From an optimization exercise on the open Yosys and OpenROAD flow, aimed at small area, a short achievable clock period and few clock cycles per item; shortcuts taken in it are not production practice. The RTL of this run was laid out without a check of its function.

**flow/constraint.sdc**
```tcl
create_clock -name core_clock -period 11.0 [get_ports {clk}]
set_input_delay 2.2000 -clock core_clock [delete_from_list [all_inputs] [get_ports {clk}]]
set_output_delay 2.2000 -clock core_clock [all_outputs]
set_load 0.01 [all_outputs]
```
**flow/design.v**
```verilog
module whorl_rsq (
    input             clk,
    input             rst,           
    input             in_valid,
    output            in_ready,
    input             in_sqrt,       
    input      [31:0] in_a,
    output reg        out_valid,
    output reg [31:0] out_res,
    output reg        out_sat,
    output reg        out_divz,
    output reg        out_domain
);
    localparam integer K  = 2;               
    localparam integer NC = 32 / K;          
    localparam integer CW = $clog2(NC);
    reg          busy, rdy, first;
    reg [CW-1:0] cnt;                        
    reg          sq;                         
    reg          nf;                         
    reg          f_spc, f_hi, f_mid, f_lo, f_sat, f_divz, f_dom;
    reg  [32:0]  S;                          
    reg          s;                          
    reg  [31:0]  D;                          
    assign in_ready = rdy;
    wire accept = in_valid & rdy;
    wire last   = busy & (cnt == 0);
    wire [31:0] a       = in_a;
    wire        a_zero  = (a == 32'd0);
    wire        sm_pos  = !a[31] & (a[30:28] == 3'd0) & (!a[27] | (a[26:0] == 27'd0));
    wire        sm_neg  = a[31] & (a[30:27] == 4'hF);
    wire        a_m27   = sm_neg & (a[26:0] == 27'd0);             
    wire        a_max   = !a[31] & (a[30:0] == 31'h7FFF_FFFF);
    wire        spc_in  = in_sqrt ? (a[31] | a_max) : (sm_pos | sm_neg);
    wire        rcp_sk2 = a[31] ? !a[30] : (a[30] & (a[29] | (a[28:2] != 27'd0)));
    wire        rcp_sk1 = a[31] ? (a[30:28] != 3'b111)
                                : (a[30] | a[29] | (a[28] & (a[27:0] != 28'd0)));
    wire        sq_sk1  = (a[30:27] == 4'd0);
    reg  [32:0] s_init;
    reg  [CW-1:0] c_init;
    always @* begin
        if (in_sqrt) begin
            if (sq_sk1) begin
                s_init = {4'b1111, a[26:0], 2'b00};              
                c_init = NC - 3;
            end else begin
                s_init = {2'b11, a[30:0]};                       
                c_init = NC - 2;
            end
        end else if (rcp_sk2) begin
            s_init = a[31] ? {33'h0_7FFF_FFF8 | {31'd0, a[29:28]}}
                           : {33'h0_8000_0004 | {31'd0, a[29:28]}};
            c_init = NC - 3;
        end else if (rcp_sk1) begin
            s_init = a[31] ? {33'h0_1FFF_FFFE | {32'd0, a[30]}}
                           : {33'h0_2000_0000 | {32'd0, a[30]}};
            c_init = NC - 2;
        end else begin
            s_init = a[31] ? 33'h0_07FF_FFFF : 33'h0_0800_0000;
            c_init = NC - 1;
        end
        if (spc_in)
            c_init = {CW{1'b0}};
    end
    wire [NC-1:0] dec = {{(NC-1){1'b0}}, 1'b1} << cnt;    
    wire [NC-1:0] lt;                                      
    genvar q;
    generate
        for (q = 0; q < NC; q = q + 1) begin : thermo
            if (q == NC - 1) begin : top
                assign lt[q] = 1'b0;
            end else begin : rest
                assign lt[q] = |dec[NC-1:q+1];
            end
        end
    endgenerate
    wire [32:0]  st_S [0:K];
    wire         st_s [0:K];
    wire [31:0]  st_D [0:K];
    wire [K-1:0] qbits;
    assign st_S[0] = S;
    assign st_s[0] = s;
    assign st_D[0] = D;
    genvar j, m;
    generate
        for (j = 0; j < K; j = j + 1) begin : step
            wire [31:0] oh;                  
            wire [31:0] mk;                  
            for (m = 0; m < 32; m = m + 1) begin : pos
                if (m % K == K - 1 - j) begin : on
                    assign oh[m] = dec[m / K];
                    assign mk[m] = lt[m / K];
                end else if (m % K < K - 1 - j) begin : below
                    assign oh[m] = 1'b0;
                    assign mk[m] = lt[m / K] | dec[m / K];
                end else begin : above
                    assign oh[m] = 1'b0;
                    assign mk[m] = lt[m / K];
                end
            end
            wire [31:0] ohp  = {oh[30:0], 1'b0};             
            wire [31:0] addF = sq ? (ohp | oh) : 32'd0;      
            wire [31:0] subF = sq ? mk : 32'd0;              
            wire [31:0] F    = st_D[j] | (st_s[j] ? addF : subF);
            wire        inv  = !(st_s[j] ^ nf);
            wire [32:0] Y    = {nf, F} ^ {33{inv}};
            wire [32:0] R    = st_S[j] + Y + {32'd0, inv};
            wire        b    = !R[32];
            wire        bd   = sq ? b : |(st_D[j] & oh);     
            assign qbits[K-1-j] = b ^ nf;
            assign st_S[j+1] = {R[31:0], bd};
            assign st_s[j+1] = R[32];
            assign st_D[j+1] = st_D[j] | ((sq & b) ? ohp : 32'd0);
        end
    endgenerate
    always @(posedge clk) begin
        if (rst) begin
            busy      <= 1'b0;
            rdy       <= 1'b1;
            out_valid <= 1'b0;
        end else begin
            out_valid <= last;
            if (accept) begin
                busy <= 1'b1;
                cnt  <= c_init;
                rdy  <= spc_in;
            end else if (busy) begin
                if (cnt == 0) begin
                    busy <= 1'b0;
                    rdy  <= 1'b1;
                end else begin
                    cnt <= cnt - 1'b1;
                    rdy <= (cnt == 1);
                end
            end
        end
    end
    always @(posedge clk) begin
        first <= accept;
        if (accept) begin
            sq     <= in_sqrt;
            nf     <= !in_sqrt & a[31];
            f_spc  <= spc_in;
            f_hi   <= !in_sqrt & a[31];
            f_mid  <= !a[31];
            f_lo   <= !in_sqrt & !a[31];
            f_sat  <= !in_sqrt & (sm_pos | sm_neg) & !a_zero & !a_m27;
            f_divz <= !in_sqrt & a_zero;
            f_dom  <= in_sqrt & a[31];
            S      <= s_init;
            s      <= in_sqrt;
            D      <= in_sqrt ? 32'd0 : a;
        end else begin
            S <= st_S[K];
            s <= st_s[K];
            D <= st_D[K];
        end
        if (first & f_spc)
            out_res <= {f_hi, f_mid, {30{f_lo}}};
        else if (first)
            out_res <= {{(32-K){nf}}, qbits};
        else
            out_res <= {out_res[31-K:0], qbits};
        if (last) begin
            out_sat    <= f_sat;
            out_divz   <= f_divz;
            out_domain <= f_dom;
        end
    end
endmodule
```
**flow/config.mk**
```make
export PLATFORM = sky130hd
export DESIGN_NAME = whorl_rsq
export DESIGN_NICKNAME = whorl_rsq
export VERILOG_FILES = /design/flow/design.v
export SDC_FILE = /design/flow/constraint.sdc
export NUM_CORES = 4
export LEC_CHECK = 0
export CAP_MARGIN = 20
export CORE_MARGIN = 2
export CORE_UTILIZATION = 40
export PLACE_DENSITY = 0.6
export SETUP_SLACK_MARGIN = 5
export SLEW_MARGIN = 20
```
**flow/run.sh**
```bash
#!/bin/bash
# synth_recipe.tcl (not shown) runs the flow's synth.tcl, then flattens the netlist and writes it again
# the make line also repeats each setting of config.mk as NAME=value (left out here)
make -C /OpenROAD-flow-scripts/flow DESIGN_CONFIG=/design/flow/config.mk WORK_HOME=/design/flow/orfs CLKGATE_MAP_FILE= SYNTH_SCRIPT=/design/flow/synth_recipe.tcl finish
```
==> summary.txt <==
Cells and area
  – Share of layout cells above drive strength 1: between 10% and 20%
  – Area growth syn-to-layout: 28.8%
  – Fillers: 2,397
  – Non-Filler Instances: around 1,800
  – Commonest non-fill, non-tap cell in the layout: o21ai_0
  – # diodes: 0
  – Core Util, Final: between 50% and 60%
  – Commonest cells after routing, fill and taps aside: 138 x o21ai_0, 105 x a21oi_1, 100 x dfxtp_1
  – Final nets: around 1,500

Yosys
  – Syn. warnings: 1
  – Post-Synth XOR/XNOR Area: between 10% and 20%
  – Simple-gate share of the synthesized area: roughly 17%
  – Most used DFF post-synth: dfxtp_1
  – Cell variety after synth: 69
  – Synthesized area per cell: roughly 7.7 um^2
  – Yosys reg bits: 117
  – Gate Count Post-Synth: roughly 1,300
  – Post-synthesis mux area share: roughly 4.3%
  – Async S/R FF share, synth: 0%
  – Number of synthesized flops with an enable pin: 16
  – Seq/Total Area, Yosys: 24.3%
  – Complex-gate fraction of the synthesized area: around 29%
  – Post-Syn Area: approximately 10,000 um^2
  – Post-synthesis adder-cell area fraction: between 8 and 9%
  – Syn_nets: around 1,400
  – Largest family of logic cells by synthesized area: compound AO/OA/AOI/OAI gates

Route
  – WL final: ~38,000 um
  – ANT nets after route: 0
  – DR iter-0 viols: 1,182
  – DRT Pass-1 Iters: 6
  – Vias: around 11,000
  – DR vias/cell: between 6 and 7
  – Residual DRC count: 0
  – Wire per inst: between 20 and 25 um

CTS
  – Longest Clk Path Bufs: 2
  – Clock Root Buffer: clkbuf_16
  – TritonCTS Buffers: 17
  – Clock Latency Late Sink: approximately 430 ps
  – TritonCTS clock tree: built
  – CTS Sinks: between 100 and 150
  – H-tree level count: 4
  – Worst-path clk slew: around 70 ps

Run
  – Max_cap viols: 0

STA
  – Max-slew violation count: 0
  – Relative slew slack: between 20 and 25%
  – Final min period: roughly 7600 ps
  – WHS: approximately 420 ps
  – Final setup viols: 0
  – Fin. Hold Viols: 0
  – Worst slew pin tran: roughly 1200 ps
  – Fmax: between 100 and 150 MHz
  – Setup TNS: 0 ps
  – Skew final: about 16 ps
  – Period utilization: 69.5%
  – RSZ-0062 raised after global routing: yes

Floorplanning
  – Core footprint: 25,300 um^2
  – Top-Level Pins: 73
  – Rows: 58
  – Die Height: between 150 and 200 um
  – Total die area: roughly 27,000 um^2
  – Die width: 164 um
  – Initial Utilization: 40.8%

Worst setup path
  – Slowest-stage cell, CP: edfxtp_1
  – Crit-path max FO: 10
  – Largest stage delay on the critical path: 510 ps
  – Crit start category: register
  – CP required: between 10,000 and 15,000 ps
  – Crit. End Element: register
  – Worst path arrival time: 7960 ps
  – Cells on worst reg2reg path: 36
  – WS Path Type: register to register

Global route
  – Overall routing resource usage: between 20 and 30%
  – Vias in the first global route: about 10,000
  – GR Overflow Total: 0
  – First-pass GRT wire length: 58,300 um
  – Initial antenna violation count: 0
  – Largest net degree at the start of global routing: 67

Place
  – Placed insts: 1,658
  – PortBufs: between 70 and 80
  – Routability cong.: around 0.94
  – Post-DP HPWL: 26,800 um

Worst hold path
  – Hold Crit Class: register to register
  – Hold Crit Depth: 0

Outcome
  – Status: complete, no violations
-- cell usage after synthesis (6+ instances only) --
master,n,area [um^2]
o21ai_0,153,766
a21oi_1,123,616
dfxtp_1,101,2020
nor2_1,98,368
nand2_1,95,357
clkbuf_1,73,274
ha_1,69,863
xnor2_1,67,587
xor2_1,63,552
inv_1,53,199
a21o_1,40,300
o31ai_1,31,233
mux2i_1,29,290
nor3b_1,21,158
nor3_1,20,100
nand3b_1,19,143
a31oi_1,17,106
nand2b_1,17,106
nand3_1,17,85.1
nand4_1,17,106
edfxtp_1,16,480
o221ai_1,16,140
nor4_1,11,68.8
o41ai_1,11,96.3
o21a_1,10,75.1
o21bai_1,10,75.1
a211oi_1,9,67.6
nor2b_1,9,56.3
or2_2,8,50.1
or3_1,8,50.1
and2_1,7,43.8
buf_1,7,26.3
a311o_1,6,60.1
and3_1,6,37.5
-- worst max-delay path: cells and delay by family, from the launching register on --
kind                     cells  cell delay (ps)
flip-flops                   1              510
AO/OA/AOI/OAI               15             2910
XOR/XNOR                     5              730
adder cells (fa/ha/maj)      3             1030
AND/OR/NAND/NOR              7             1490
buffers and inverters        6              820
-- metrics by stage --
step           worst slack, ps  cell area [um^2]
2_1_floorplan             3780             10500
3_3_place_gp              1890             11400
3_5_place_dp              1680             11400
4_1_cts                   3400             12800
5_1_grt                   3050             13300
6_report                  3350             13300
-- final cells by class --
type                    count  area [um^2]  area share (%)
flip-flops and latches    117         2500            18.9
repair buffers            158         1480            11.2
clock buffers              18          429            3.24
well taps                 330          413            3.11
inverters                  53          199            1.50
clock inverters            14          118           0.887
multi-input cells        1076         8120            61.2
-- registers in the layout, indices dropped and copies added, names as in the netlist, 4 cells and up --
signal / cells
cnt: 4
out_res: 32
S: 33
D: 32
-- repair_timing --
action / in CTS / in global routing
pin swaps: 63 / 50
setup endpoints to repair: 50 / 49
setup buffers: 51 / 21
cloned: 4 / 0
hold buffers: 0 / 0
gates resized for setup: 79 / 59
-- per-layer routing --
layer	vias up	track usage [%]	wire length (um)
met1	5055	37.7	15800
li1	5052	-	-
met5	-	0	0
met3	103	3.92	2890
met4	0	11.5	1610
met2	490	45.7	17800
-- final timing paths --
check / startpoint / to / slack (ps)
setup / recovery: cnt[0] / out_res[0] / 3350
hold / removal: f_divz / out_divz / 420
setup reg to reg: cnt[0] / out_res[0] / 3350
hold reg to reg: f_divz / out_divz / 420
-- cells by family (layout without fill, tap and decap cells) --
family	count (synthesis)	in the layout
buffers and inverters	138	243
and+or+nand+nor	359	360
DFF	117	117
adders and majority gates	71	71
muxes	38	38
xor gates and xnor gates	131	132
AOI/OAI and AO/OA	475	475

## what the ideal ports hide
In the flow no input, the clock included, has a driving cell. The finished layout below was timed again as built, in two steps. Step 1 assumes that a clkbuf_16 drives the clock port and a buf_2 every other input. Step 2, shift: input delay + t, output delay - t, t = (earliest + latest rising clock arrival at the registers) / 2. This alone moves slack from input paths to output paths. a / b / c = no drivers / after step 1 / after step 2; a / b = the first two.
shift t [ns]: 0.472
setup slack, ns: 3.352 / 3.352 / 3.352
hold WS [ns]: 0.422 / 0.422 / 0.422
slew at the worst register clock pin (ns): 0.07 / 0.07
cell pins on the clock port's net: 1
After both steps this run still meets setup and hold. The setup slack of this run moves by 0.000 ns with the drivers and by 0.000 ns with both steps.
